This design comes from an exercise in tuning for small area on the open sky130 flow, not from production work. Power is estimated from default activity; no workload was simulated.

## tundra
==> flow/design.v (excerpt) <==
module vdx_istore_ecc (
    input  wire          clk,
    input  wire          rst,
    input  wire          wr_valid,
    input  wire [79:0]   wr_data,
    output reg           enc_valid,
    output reg  [7:0]    enc_chk,
    input  wire [3:0]    rd_valid,
    input  wire [351:0]  rd_word,
    output reg  [3:0]    chk_valid,
    output reg  [7:0]    chk_status,
    output reg  [319:0]  chk_data,
    output wire [3:0]    wb_valid,
    output reg  [31:0]   wb_chk,
    input  wire          cnt_clr,
    output reg  [15:0]   ce_cnt
);
    wire [7:0] wr_chk;
    vdx_enc u_enc (.d(wr_data), .c(wr_chk));
    always @(posedge clk) begin
        enc_valid <= wr_valid & ~rst;
        enc_chk   <= wr_chk;
    end
    reg [3:0]   s1_valid;
    reg [351:0] s1_word;
    always @(posedge clk) begin
        s1_valid <= rd_valid & {4{~rst}};
        s1_word  <= rd_word;
    end
    genvar g, k;
    generate
        for (g = 0; g < 4; g = g + 1) begin : g_lane
            wire [87:0] w = s1_word[g*88 +: 88];
            wire [6:0]  s;
            wire        p;
            vdx_syn u_syn (.w(w), .s(s), .p(p));
            wire nz   = |s;
            wire big  = s[6] & (s[5] | (s[4] & s[3]));    
            wire [1:0] status = {(p ^ nz) | (p & big), nz};
            wire [7:0]  lo;
            wire [10:0] hi;
            for (k = 0; k < 8; k = k + 1) begin : g_lo
                assign lo[k] = (s[2:0] == k);
            end
            for (k = 0; k < 11; k = k + 1) begin : g_hi
                assign hi[k] = p & (s[6:3] == k);
            end
            wire [79:0] data;
            wire [7:0]  chk;
            vdx_fix u_fix0 (.d(w[0]), .h(hi[0]), .l(lo[3]), .y(data[0]));
            vdx_fix u_fix1 (.d(w[1]), .h(hi[0]), .l(lo[5]), .y(data[1]));
  ...
For scale: about 28000 um2 of cells after synthesis.
clock: 8.0 ns
lec_check: 0
cap_margin: 20
core_area: 2 2.72 498 109.52
die_area: 0 0 500 112
slew_margin: 20
synth_hierarchical: 1
synth_minimum_keep_size: 0
standard.sh (not shown) runs the stock make flow with config.mk's settings and CLKGATE_MAP_FILE= SYNTH_SCRIPT=/design/flow/synth_recipe.tcl, a recipe that flattens the netlist after the stock synthesis.
==> flow/flow/run.sh <==
#!/bin/bash
# The standard layout (the standard.sh, standard synthesis unchanged),
# with two changes:
#  - the port buffers that buffer_ports inserts on every input and output
#    are buf_1 instead of the default cell;
#  - clock tree synthesis uses larger sink clusters of clkbuf_8 and no
#    dummy loads.
set -euo pipefail
CTS="-sink_clustering_enable -repair_clock_nets -dont_use_dummy_load"
CTS="$CTS -buf_list {${CTS_BUFS:-sky130_fd_sc_hd__clkbuf_8}}"
CTS="$CTS -sink_clustering_size ${CTS_SIZE:-15} -sink_clustering_max_diameter ${CTS_DIAM:-50}"
bash standard.sh \
  "BUFFER_PORTS_ARGS=-buffer_cell sky130_fd_sc_hd__buf_1" \
  "CTS_ARGS=$CTS" \
  finish > standard.log 2>&1
Edits applied to the flow inputs when going from tundra to garnet:
diff --git a/flow/flow/run.sh b/flow/flow/run.sh
--- a/flow/flow/run.sh
+++ b/flow/flow/run.sh
@@ -3 +3 @@
-# with two changes:
+# with these changes:
diff --git a/flow/config.mk b/flow/config.mk
--- a/flow/config.mk
+++ b/flow/config.mk
@@ -8,4 +8,4 @@
-export CAP_MARGIN = 20
-export CORE_AREA = 2 2.72 498 109.52
-export DIE_AREA = 0 0 500 112
-export SLEW_MARGIN = 20
+export CAP_MARGIN = 0
+export CORE_AREA = 2 2.72 498 101.28
+export DIE_AREA = 0 0 500 104
+export SLEW_MARGIN = 0
[summary]
garnet gives less area growth from synthesis to layout than tundra did. ~same total leakage power in garnet and tundra. garnet: met3 routing resource usage after global routing is 0.50 points higher than what tundra reported. garnet reports a lower die area than tundra does. The worst hold slack on garnet is in line with that on tundra. Number of instances on the worst hold path came out exactly the same in garnet and tundra. Compared with tundra, garnet shows starting density of the core higher by 4.5 points. Compared with tundra, garnet shows cell count that has gone down slightly. Looking only at number of vias in the routed layout, and setting everything else aside, the lower value of garnet and tundra goes to garnet. Routed wire length, garnet and tundra: lower on garnet. The total routing usage reported by global routing in garnet sits 0.95 points above the value recorded for tundra.
Input changes introduced in zinc (baseline for comparison: garnet):
diff --git a/flow/flow/run.sh b/flow/flow/run.sh
--- a/flow/flow/run.sh
+++ b/flow/flow/run.sh
@@ -3 +3 @@
-# with these changes:
+# with two changes:
@@ -5,0 +6 @@
+#  - after floorplan, cells that synthesis upsized go back to drive 1;
@@ -11,0 +13 @@
+here=$(cd "$(dirname "$0")" && pwd)
@@ -12,0 +15 @@
+  "POST_FLOORPLAN_TCL=$here/downsize.tcl" \
==> flow/flow/downsize.tcl (new file) <==
# Sourced after floorplan (POST_FLOORPLAN_TCL): set every combinational cell
# that synthesis upsized back to its drive-1 variant. The placement and
# later repair steps fix any slew or capacitance this leaves.
set n 0
foreach inst [get_cells *] {
  set ref [get_property $inst ref_name]
  if {[regexp {^(sky130_fd_sc_hd__(?:a|o|nand|nor|and|or|xor|xnor|inv|mux)[0-9a-z_]*?)_([2-9]|1[0-9])$} $ref -> base d]} {
    if {[string match "*df*" $ref] || [string match "*clk*" $ref]} { continue }
    set target ${base}_1
    set lc [get_lib_cells -quiet */$target]
    if {$lc != ""} {
      replace_cell $inst [lindex $lc 0]
      incr n
    }
  }
}
puts "downsize.tcl: $n cells set to drive 1"
diff --git a/flow/config.mk b/flow/config.mk
--- a/flow/config.mk
+++ b/flow/config.mk
@@ -9,2 +9,2 @@
-export CORE_AREA = 2 2.72 498 101.28
-export DIE_AREA = 0 0 500 104
+export CORE_AREA = 2 2.72 498 109.52
+export DIE_AREA = 0 0 500 112
Results
Comparing zinc against garnet, there is no change at all in number of flip-flops and latches.
Reported for zinc and garnet, sum of negative setup slack turned out identical to the last digit.
Changes observed in zinc relative to garnet: global-route track usage on met3 saw a decrease; final cell count saw an increase; first-pass iteration count of the detailed router saw an increase; post-route total power saw little to no change.
Function was not checked in any run of this note: the RTL went through the layout flow alone.

==> separate check: timing with driven ports <==
In the flow no input, the clock included, has a driving cell. The finished layouts below were timed again as built, in two steps.
Step 1: set_driving_cell puts a clkbuf_16 on clk and a buf_2 on each other input, an assumption about the parent block.
Step 2 times the ports against the registers' clock, not the clock port: input delays grow and output delays shrink by t, the midpoint of the rising clock arrivals with the driver on.
Three values: ideal, step 1, step 2; two values: the first two.
run | shift t [ns] | slack for setup (ns) | worst data-port slew with drivers (ns) | pins driven straight from the clock port
tundra | 0.743 | 2.543 / 2.543 / 2.543 | 0.09 | 1
garnet | 0.722 | 2.550 / 2.550 / 2.550 | 0.07 | 1
zinc | 0.717 | 2.551 / 2.551 / 2.551 | 0.08 | 1
After both steps every run listed still meets setup and hold.
